Source: an optimization exercise on an open RTL-to-GDS flow (aim: small area and a short achievable clock period). Production flows keep margins and buffers that such runs may drop.
Function was checked by simulation only, so behaviour that the tests miss may differ from the original.

File: run.sh
#!/bin/bash
# synth_recipe.tcl (not shown) runs the flow's synth.tcl, then flattens the netlist and writes it again
# the make line also repeats each setting of config.mk as NAME=value (left out here)
make -C /OpenROAD-flow-scripts/flow DESIGN_CONFIG=/design/flow/config.mk WORK_HOME=/design/flow/orfs CLKGATE_MAP_FILE= SYNTH_SCRIPT=/design/flow/synth_recipe.tcl finish
File: config.mk
export PLATFORM = sky130hd
export DESIGN_NAME = reel_block_rx
export DESIGN_NICKNAME = reel_block_rx
export VERILOG_FILES = /design/flow/design.v
export SDC_FILE = /design/flow/constraint.sdc
export NUM_CORES = 4
export LEC_CHECK = 0
export CAP_MARGIN = 20
export CORE_MARGIN = 2
export CORE_UTILIZATION = 40
export SLEW_MARGIN = 20
File: constraint.sdc
create_clock -name core_clock -period 7.0 [get_ports {clk}]
set_input_delay 1.4000 -clock core_clock [delete_from_list [all_inputs] [get_ports {clk}]]
set_output_delay 1.4000 -clock core_clock [all_outputs]
set_load 0.01 [all_outputs]
File: design.v
module rs_syn2 (
  input  wire       clk,
  input  wire       en,       
  input  wire       first,    
  input  wire [9:0] d_hi,     
  input  wire [9:0] d_lo,     
  output wire       zero      
);
  function [9:0] gf_mul(input [9:0] a, input [9:0] b);
    integer i;
    reg [9:0] r;
    begin
      r = 10'd0;
      for (i = 9; i >= 0; i = i - 1) begin
        r = {r[8:0], 1'b0} ^ (r[9] ? 10'h009 : 10'h000);
        if (b[i]) r = r ^ a;
      end
      gf_mul = r;
    end
  endfunction
  function [9:0] alpha_pow(input integer j);
    integer i;
    reg [9:0] r;
    begin
      r = 10'd1;
      for (i = 0; i < j; i = i + 1)
        r = gf_mul(r, 10'h002);
      alpha_pow = r;
    end
  endfunction
  reg [9:0] syn [0:47];
  reg [9:0] base, mid, nxt [0:47];
  reg       any;
  integer j;
  always @* begin
    for (j = 0; j < 48; j = j + 1) begin
      base   = first ? 10'd0 : syn[j];
      mid    = gf_mul(base, alpha_pow(j)) ^ d_hi;
      nxt[j] = gf_mul(mid, alpha_pow(j)) ^ d_lo;
    end
  end
  always @(posedge clk) begin
    if (en)
      for (j = 0; j < 48; j = j + 1)
        syn[j] <= nxt[j];
  end
  always @* begin
    any = 1'b0;
    for (j = 0; j < 48; j = j + 1)
      any = any | (|syn[j]);
  end
  assign zero = !any;
endmodule
module reel_block_rx (
  input  wire        clk,
  input  wire        rst,
  input  wire [39:0] in_data,
  input  wire        in_valid,
  output reg  [39:0] out_data,
  output reg         out_valid,
  output reg         stat_valid,
  output reg         stat_hdr_ok,
  output reg  [7:0]  stat_blk,
  output reg  [7:0]  stat_seq,
  output reg         stat_clean_a,
  output reg         stat_clean_b
);
  localparam [47:0] CLAPPER  = 48'hF3A6_0C59_D21E;
  localparam [57:0] SCR_INIT = 58'h2C5_9A37_E1D0_64BB;
  function [15:0] crc16_64(input [63:0] bits);
    integer i;
    reg [15:0] c;
    reg        fb;
    begin
      c = 16'hFFFF;
      for (i = 63; i >= 0; i = i - 1) begin
        fb = c[15] ^ bits[i];
        c  = {c[14:0], 1'b0} ^ (fb ? 16'h1021 : 16'h0000);
      end
      crc16_64 = c;
    end
  endfunction
  function [97:0] scramble40(input [57:0] s_in);
    integer i;
    reg [57:0] s;
    reg [39:0] ks;
    reg        f;
    begin
      s = s_in;
      for (i = 39; i >= 0; i = i - 1) begin
        f     = s[57] ^ s[38];
        ks[i] = f;
        s     = {s[56:0], f};
      end
      scramble40 = {s, ks};
    end
  endfunction
  reg [8:0]  word;      
  reg [57:0] scr;
  reg [39:0] hdr0;      
  wire is_hdr  = (word < 9'd2);
  wire is_data = (word >= 9'd2) && (word < 9'd424);
  wire last    = (word == 9'd447);
  wire [57:0] scr_base = (word == 9'd2) ? SCR_INIT : scr;
  wire [97:0] scr_out  = scramble40(scr_base);
  wire [39:0] plain    = is_hdr ? in_data : (in_data ^ scr_out[39:0]);
  wire [79:0] hdr      = {hdr0, in_data};    
  wire        hdr_good = (hdr[79:32] == CLAPPER) && (crc16_64(hdr[79:16]) == hdr[15:0]);
  reg        hdr_ok_r;
  reg [7:0]  blk_r;
  reg [7:0]  seq_r;
  wire zero_a, zero_b;
  rs_syn2 u_syn_a (
    .clk(clk), .en(in_valid), .first(word == 9'd0),
    .d_hi(plain[39:30]), .d_lo(plain[19:10]), .zero(zero_a)
  );
  rs_syn2 u_syn_b (
    .clk(clk), .en(in_valid), .first(word == 9'd0),
    .d_hi(plain[29:20]), .d_lo(plain[9:0]), .zero(zero_b)
  );
  reg end_pending;
  always @(posedge clk) begin
    if (rst) begin
      word        <= 9'd0;
      out_valid   <= 1'b0;
      stat_valid  <= 1'b0;
      end_pending <= 1'b0;
    end else begin
      out_valid   <= in_valid && is_data;
      end_pending <= in_valid && last;
      stat_valid  <= end_pending;
      if (in_valid) begin
        word <= last ? 9'd0 : word + 9'd1;
        if (!is_hdr)
          scr <= scr_out[97:40];
      end
    end
  end
  always @(posedge clk) begin
    if (in_valid) begin
      out_data <= plain;
      if (word == 9'd0)
        hdr0 <= in_data;
      if (word == 9'd1) begin
        hdr_ok_r <= hdr_good;
        blk_r    <= in_data[31:24];
        seq_r    <= in_data[23:16];
      end
    end
    if (end_pending) begin
      stat_hdr_ok  <= hdr_ok_r;
      stat_blk     <= blk_r;
      stat_seq     <= seq_r;
      stat_clean_a <= zero_a;
      stat_clean_b <= zero_b;
    end
  end
endmodule
==> results.txt <==
placed cells by master (no fill, tap or decap), types with 6 or more instances in the layout:
| master | count |
|---|---|
| a21oi_1 | 22 |
| and2_1 | 11 |
| buf_12 | 28 |
| buf_4 | 181 |
| bufinv_16 | 9 |
| clkbuf_1 | 37 |
| clkbuf_16 | 151 |
| clkdlybuf4s50_1 | 102 |
| clkinv_1 | 27 |
| clkinv_2 | 16 |
| dfxtp_1 | 11 |
| edfxtp_1 | 1134 |
| inv_1 | 34 |
| inv_2 | 10 |
| inv_6 | 6 |
| nand2_1 | 434 |
| nand2b_1 | 10 |
| nand4_1 | 71 |
| nor2_1 | 717 |
| nor4_1 | 253 |
| nor4b_1 | 6 |
| xnor2_1 | 3884 |
| xnor2_2 | 65 |
| xnor2_4 | 21 |
| xnor3_1 | 36 |
| xnor3_2 | 10 |
| xor2_1 | 1137 |
| xor2_4 | 21 |
| xor3_1 | 10 |
worst max path at each step:
stage | cells after the start | startpoint | slack, ps | end
CTS | 10 | word[3] | 1520 | u_syn_a.syn[4][4]
global route | 10 | word[3] | 1260 | u_syn_a.syn[4][4]
finish | 10 | word[3] | 1480 | u_syn_a.syn[4][4]
floorplan | 3 | in_valid | 2320 | scr[0]
global placement | 11 | in_data[39] | 1430 | hdr_ok_r
detailed placement | 11 | in_data[39] | 1480 | hdr_ok_r
kinds of logic after synthesis:
| kind of cell | after synthesis |
|---|---|
| fa+ha+maj | 4 |
| flops | 1146 |
| xor+xnor | 5191 |
| mux | 2 |
| simple gates | 1542 |
| buf+inv | 361 |
| compound gates | 33 |
critical path, cell delays in order, from the launching register on:
cell	delay (ps)
dfxtp_1	360
or4_1	550
nor4_2	620
and2_1	790
nor2_1	160
nand2_1	200
xor2_4	440
buf_4	450
clkinv_1	440
xnor2_1	1020
xnor2_1	170
metal layers:
layer	wire (um)	track usage, %	vias to the layer above
met5	0	0	-
li1	-	-	27026
met4	12100	9.44	0
met2	143000	42.9	2161
met1	125000	33.9	30295
met3	19100	3.46	466
state kept, by name (all words and copies together), names as in the netlist:
| register | flops |
|---|---|
| stat_clean_b | 1 |
| hdr0 | 40 |
| stat_blk | 8 |
| stat_valid | 1 |
| stat_hdr_ok | 1 |
| hdr_ok_r | 1 |
| out_data | 40 |
| blk_r | 8 |
| u_syn_a.syn | 480 |
| u_syn_b.syn | 480 |
| end_pending | 1 |
| stat_seq | 8 |
| stat_clean_a | 1 |
| seq_r | 8 |
| word | 9 |
| out_valid | 1 |
| scr | 58 |
layout make-up:
cell class	count	share of cell area (%)
inverters	47	0.176
repair buffers	314	2.98
clock inverters	67	0.635
multi-input cells	6772	54.5
clock buffers	189	3.91
flip-flops and latches	1146	34.1
well taps	2975	3.70
diodes	1	0.00249
through the flow:
step | hold WS, ps | instances | worst slack [ps]
2_1_floorplan | 400 | 8279 | 2320
3_3_place_gp | 402 | 11252 | 1430
3_5_place_dp | 406 | 11254 | 1480
4_1_cts | 421 | 11510 | 1520
5_1_grt | 428 | 11511 | 1260
6_report | 418 | 11511 | 1480
==> results by group <==
Setup path
  • R2r setup slk: 1480 ps
  • Worst EP arrival: 6020 ps
  • CP required: 7500 ps
  • Crit. End Element: flip-flop
  • FF-to-FF End: u_syn_a.syn[4][4]
  • Crit start category: flip-flop
  • Worst flop-to-flop path startpoint: word[3]
  • Reg2reg path depth: 10
  • Max FO, Critical Path: 21
  • Critical path class: reg -> reg

Floorplanning
  • Die Wd: 477 um
  • Die footprint: 227000 um2
  • Initial core utilization: 40.2%
  • Core Region: 222000 um2
  • IO Count: 104
  • Std-Cell Rows: 173
  • DIE HEIGHT: 477 um

Status
  • Outcome: timing/DRC/antenna clean

Clock network
  • CTS sink cnt: 1146
  • Post-CTS Setup Inserts: 0
  • CTS buffer count: 145
  • Htree depth: 4
  • Clock root cell: clkbuf_16
  • Clk buf depth: 3
  • Clock Latency Late Sink: 810 ps
  • Clock-pin slew on the worst setup and hold paths: 60 ps
  • Cts hold-fix bufs: 0
  • PostCTS Resize Cnt: 0
  • CTS tree: built

STA
  • Slew @ Worst Pin: 1230 ps
  • Setup TNS: 0 ps
  • Slew margin rel.: 17.6%
  • Max-slew violation count: 0
  • RSZ-0062 raised after global routing: no
  • Clk_skew: 38.8 ps
  • Fin crit share: 78.8%
  • Final Hold Vio Count: 0
  • Min Tclk post-route: 5520 ps
  • Setup Viol. Count Final: 0
  • Fmax: 0.181 GHz

Placed design
  • I/O Buffers: 103
  • DP HPWL: 208000 um
  • Placer Congestion: 0.917
  • Placed cell area: 95900 um2

Routing
  • Total wire length: 299000 um
  • Via density per instance: 5.21
  • Number of DRC markers in iteration 0: 5587
  • WL per Instance: 26.0 um
  • TritonRoute pass-1 iters: 5
  • Via count: 59948
  • DR DRC count: 0
  • Antenna viol nets, final: 0

GRT
  • GR Overflow Total: 0
  • Largest net degree at the start of global routing: 151
  • GRT Util Overall: 25.7%
  • Vias in the first global route: 59674
  • Antenna violations before repair: 2
  • First-pass GRT wire length: 431000 um

Synth
  • Synth top area share: 38.7%
  • Asr flop ratio synth: 0%
  • Synth Area in Compound Gates: 0.208%
  • Most numerous cell in the Yosys netlist: xnor2_1
  • Yosys reg bits: 1146
  • Synth Area in XOR/XNOR: 52.1%
  • Synth top area cells: xnor2_1 (39%), edfxtp_1 (38%), xor2_1 (11%)
  • Seq/Total Area, Yosys: 38.3%
  • Avg Cell Area, Syn: 10.8 um2
  • EDFF count, synth: 1134
  • Synthesized area: 89400 um2
  • Netlist cell types: 52
  • Largest family of logic cells by synthesized area: XOR/XNOR gates
  • Post-synth net total: 8326
  • Post-synthesis cell count: 8279
  • Post-Synth Adder-Cell Area: 0.0560%
  • Synth Flop Type: edfxtp_1
  • Post-synthesis mux area share: 0.0224%
  • Post-synth top area cell: xnor2_1
  • Post-synthesis simple-gate area fraction: 7.63%
  • Warnings from Yosys: 4
  • Top cells by count, synth: xnor2_1 (3950), xor2_1 (1154), edfxtp_1 (1134)

Min path
  • Hold WC Path Type: reg -> reg
  • Hold Crit Start: blk_r[0]
  • WHS Path Cells: 0
  • Hold EP: stat_blk[0]

Finish
  • Synth-to-Final Area Change: 12.3%
  • FF/Latch Area: 34300 um2
  • FILL cells: 20732
  • Multi-input logic area: 54700 um2
  • Nets@finish: 8473
  • Fraction of layout cells with a size suffix above 1: 6.53%
  • Cell area after layout: 100000 um2
  • Util after Layout: 45.2%

Flow run
  • Max Cap Violations: 0

## re-timing with driven ports
In the flow no input, the clock included, has a driving cell. The finished layout below was timed again as built, in two steps. Step 1 (the two cells are an assumption about what drives the block):
set clk [get_ports {clk}]
set_driving_cell -lib_cell sky130_fd_sc_hd__clkbuf_16 $clk
set_driving_cell -lib_cell sky130_fd_sc_hd__buf_2 [delete_from_list [all_inputs] $clk]
Step 2 adds t to the input delays and takes it off the output delays; t is the mean of the earliest and latest rising clock arrival at the registers after step 1. Input paths then give back, and output paths get back, about the clock's delay inside the block. Slacks: ideal / step 1 / step 2; pairs: ideal / step 1.
t, ns: 0.881
setup WS [ns]: 1.481 / 1.481 / 1.462
worst setup path after step 2: input to register
After both steps setup and hold are still met in this run. For this run, drivers alone change the setup slack by 0.000 ns; drivers and shift together by -0.019 ns.
